From an optimization exercise on the open Yosys and OpenROAD flow, aimed at small area, a short achievable clock period and few clock cycles per item; shortcuts taken in it are not production practice.
In this exercise RTL edits were held to simulation tests only and were not proved equivalent to the original.

Design mx_block_mac, start of the top module:
module mx_block_mac (
    input  wire         clk,
    input  wire         rst,         
    input  wire         in_valid,
    input  wire [127:0] a_elems,     
    input  wire [127:0] b_elems,
    input  wire [7:0]   a_scale,
    input  wire [7:0]   b_scale,
    input  wire [31:0]  acc_in,
    output reg          out_valid,
    output reg  [31:0]  acc_out
);
==> flow/config.mk <==
export PLATFORM = sky130hd
export DESIGN_NAME = mx_block_mac
export DESIGN_NICKNAME = mx_block_mac
export VERILOG_FILES = /design/flow/design.v
export SDC_FILE = /design/flow/constraint.sdc
export NUM_CORES = 4
export LEC_CHECK = 0
export ABC_AREA = 1
export CAP_MARGIN = 20
export CORE_MARGIN = 2
export CORE_UTILIZATION = 55
export CTS_CLUSTER_DIAMETER = 100
export CTS_CLUSTER_SIZE = 30
export SLEW_MARGIN = 20
==> flow/constraint.sdc <==
create_clock -name core_clock -period 50.0 [get_ports {clk}]
set_input_delay 10.0000 -clock core_clock [delete_from_list [all_inputs] [get_ports {clk}]]
set_output_delay 10.0000 -clock core_clock [all_outputs]
set_load 0.01 [all_outputs]
standard.sh (not shown) runs the stock make flow with config.mk's settings and CLKGATE_MAP_FILE= SYNTH_SCRIPT=/design/flow/synth_recipe.tcl, a recipe that flattens the netlist after the stock synthesis.
==> flow/flow/run.sh <==
#!/bin/bash
# The standard layout (standard.sh), except that the buffers ORFS puts on the
# ports are buf_1 cells rather than the cell it picks by default. Every port
# still gets a buffer. The whole layout's output goes to layout.log.
set -euo pipefail
bash ./standard.sh "BUFFER_PORTS_ARGS=-buffer_cell sky130_fd_sc_hd__buf_1" finish > layout.log 2>&1
The first run finished clean.
Testbench counts at the start, summed over its fixed seeds: cycles 16,032, items 16,000.
Change:
==> flow/flow/run.sh (replaced) <==
#!/bin/bash
# The standard layout (standard.sh), except that the buffers ORFS puts on the
# ports are buf_2 cells rather than the cell it picks by default. Every port
# still gets a buffer. The whole layout's output goes to layout.log.
set -euo pipefail
bash ./standard.sh "BUFFER_PORTS_ARGS=-buffer_cell sky130_fd_sc_hd__buf_2" finish > layout.log 2>&1
- CTS_CLUSTER_DIAMETER: 100 -> 150
- CTS_CLUSTER_SIZE: 30 -> 20
=>
- The new run finished with timing, DRC and antenna clean
- maximum frequency came out higher by 0.62%
- cell area came out higher by 0.39%
- worst hold slack gets worse by 0.021 ns
Change:
==> flow/flow/run.sh (replaced) <==
#!/bin/bash
# The standard layout (standard.sh), except that the buffers ORFS puts on the
# ports are buf_1 cells rather than the cell it picks by default. Every port
# still gets a buffer. The whole layout's output goes to layout.log.
set -euo pipefail
bash ./standard.sh "BUFFER_PORTS_ARGS=-buffer_cell sky130_fd_sc_hd__buf_1" finish > layout.log 2>&1
- CTS_CLUSTER_SIZE: 20 -> 25
Die area stays the same; hold slack improves by 0.022 ns; count of clock-buffer cells in the layout drops by 4; design area drops by 1.4%; via count is about the same; routed wire length drops by 0.47%; core utilization drops by 0.82 points; first-iteration DRC count drops by 5.4%.
Change:
==> flow/flow/run.sh (replaced) <==
#!/bin/bash
# The standard layout (standard.sh), except that the buffers ORFS puts on the
# ports are buf_2 cells rather than the cell it picks by default. Every port
# still gets a buffer. The whole layout's output goes to layout.log.
set -euo pipefail
bash ./standard.sh "BUFFER_PORTS_ARGS=-buffer_cell sky130_fd_sc_hd__buf_2" finish > layout.log 2>&1
- CTS_CLUSTER_DIAMETER: 150 -> not set
- CTS_CLUSTER_SIZE: 25 -> not set
Effect:
- worst hold slack gets worse by 0.012 ns
- routed wire length grows by about 1.2%
- utilization grows by 2.4 points
- count of clock-buffer cells in the layout grows by 39
- sequential share of layout area shrinks by 0.80 points

========
Starting RTL as in the previous note.
## mx_block_mac
module mx_block_mac (
    input  wire         clk,
    input  wire         rst,         
    input  wire         in_valid,
    input  wire [127:0] a_elems,     
    input  wire [127:0] b_elems,
    input  wire [7:0]   a_scale,
    input  wire [7:0]   b_scale,
    input  wire [31:0]  acc_in,
    output reg          out_valid,
    output reg  [31:0]  acc_out
);
clock: 50.0 ns
lec_check: 0
abc_area: 1
cap_margin: 20
core_margin: 2
core_utilization: 65
cts_cluster_diameter: 150
cts_cluster_size: 25
slew_margin: 20
==> flow/flow/run.sh <==
#!/bin/bash
# The standard layout (standard.sh), except that the buffers ORFS puts on the
# ports are buf_1 cells rather than the cell it picks by default. Every port
# still gets a buffer. The whole layout's output goes to layout.log.
set -euo pipefail
bash ./standard.sh "BUFFER_PORTS_ARGS=-buffer_cell sky130_fd_sc_hd__buf_1" finish > layout.log 2>&1
Testbench counts at the start, summed over its fixed seeds: cycles 16,032, items 16,000.
Then changed:
Settings changed: CORE_UTILIZATION 65 to 75, CTS_CLUSTER_SIZE 25 to 20.
Global-route usage came out higher by 7.4 points; count of clock-buffer cells in the layout rises by 4; final area stays flat.

-- what the ideal ports hide --
The results above use ideal ports. As a check the final layouts listed here were re-extracted and re-timed, cells and wires unchanged.
Step 1: set_driving_cell puts a clkbuf_16 on clk and a buf_2 on each other input, an assumption about the parent block.
Step 2 times the ports against the registers' clock, not the clock port: input delays grow and output delays shrink by t, the midpoint of the rising clock arrivals with the driver on.
Slacks: ideal ports / drivers / drivers and shift; pairs: ideal ports / drivers.
run	t (ns)	slack for setup (ns)	worst data-port slew with drivers (ns)
the first run of note 1	0.661	38.894 / 38.828 / 39.096	0.05
the second run of note 1	0.671	38.962 / 38.894 / 38.984	0.05
the third run of note 1	0.637	38.941 / 38.878 / 39.057	0.05
the fourth run of note 1	0.663	38.940 / 38.874 / 39.090	0.06
the first run of note 2	0.647	38.938 / 38.870 / 39.072	0.06
the second run of note 2	0.651	38.925 / 38.862 / 38.983	0.09
After both steps every run listed still meets setup and hold.
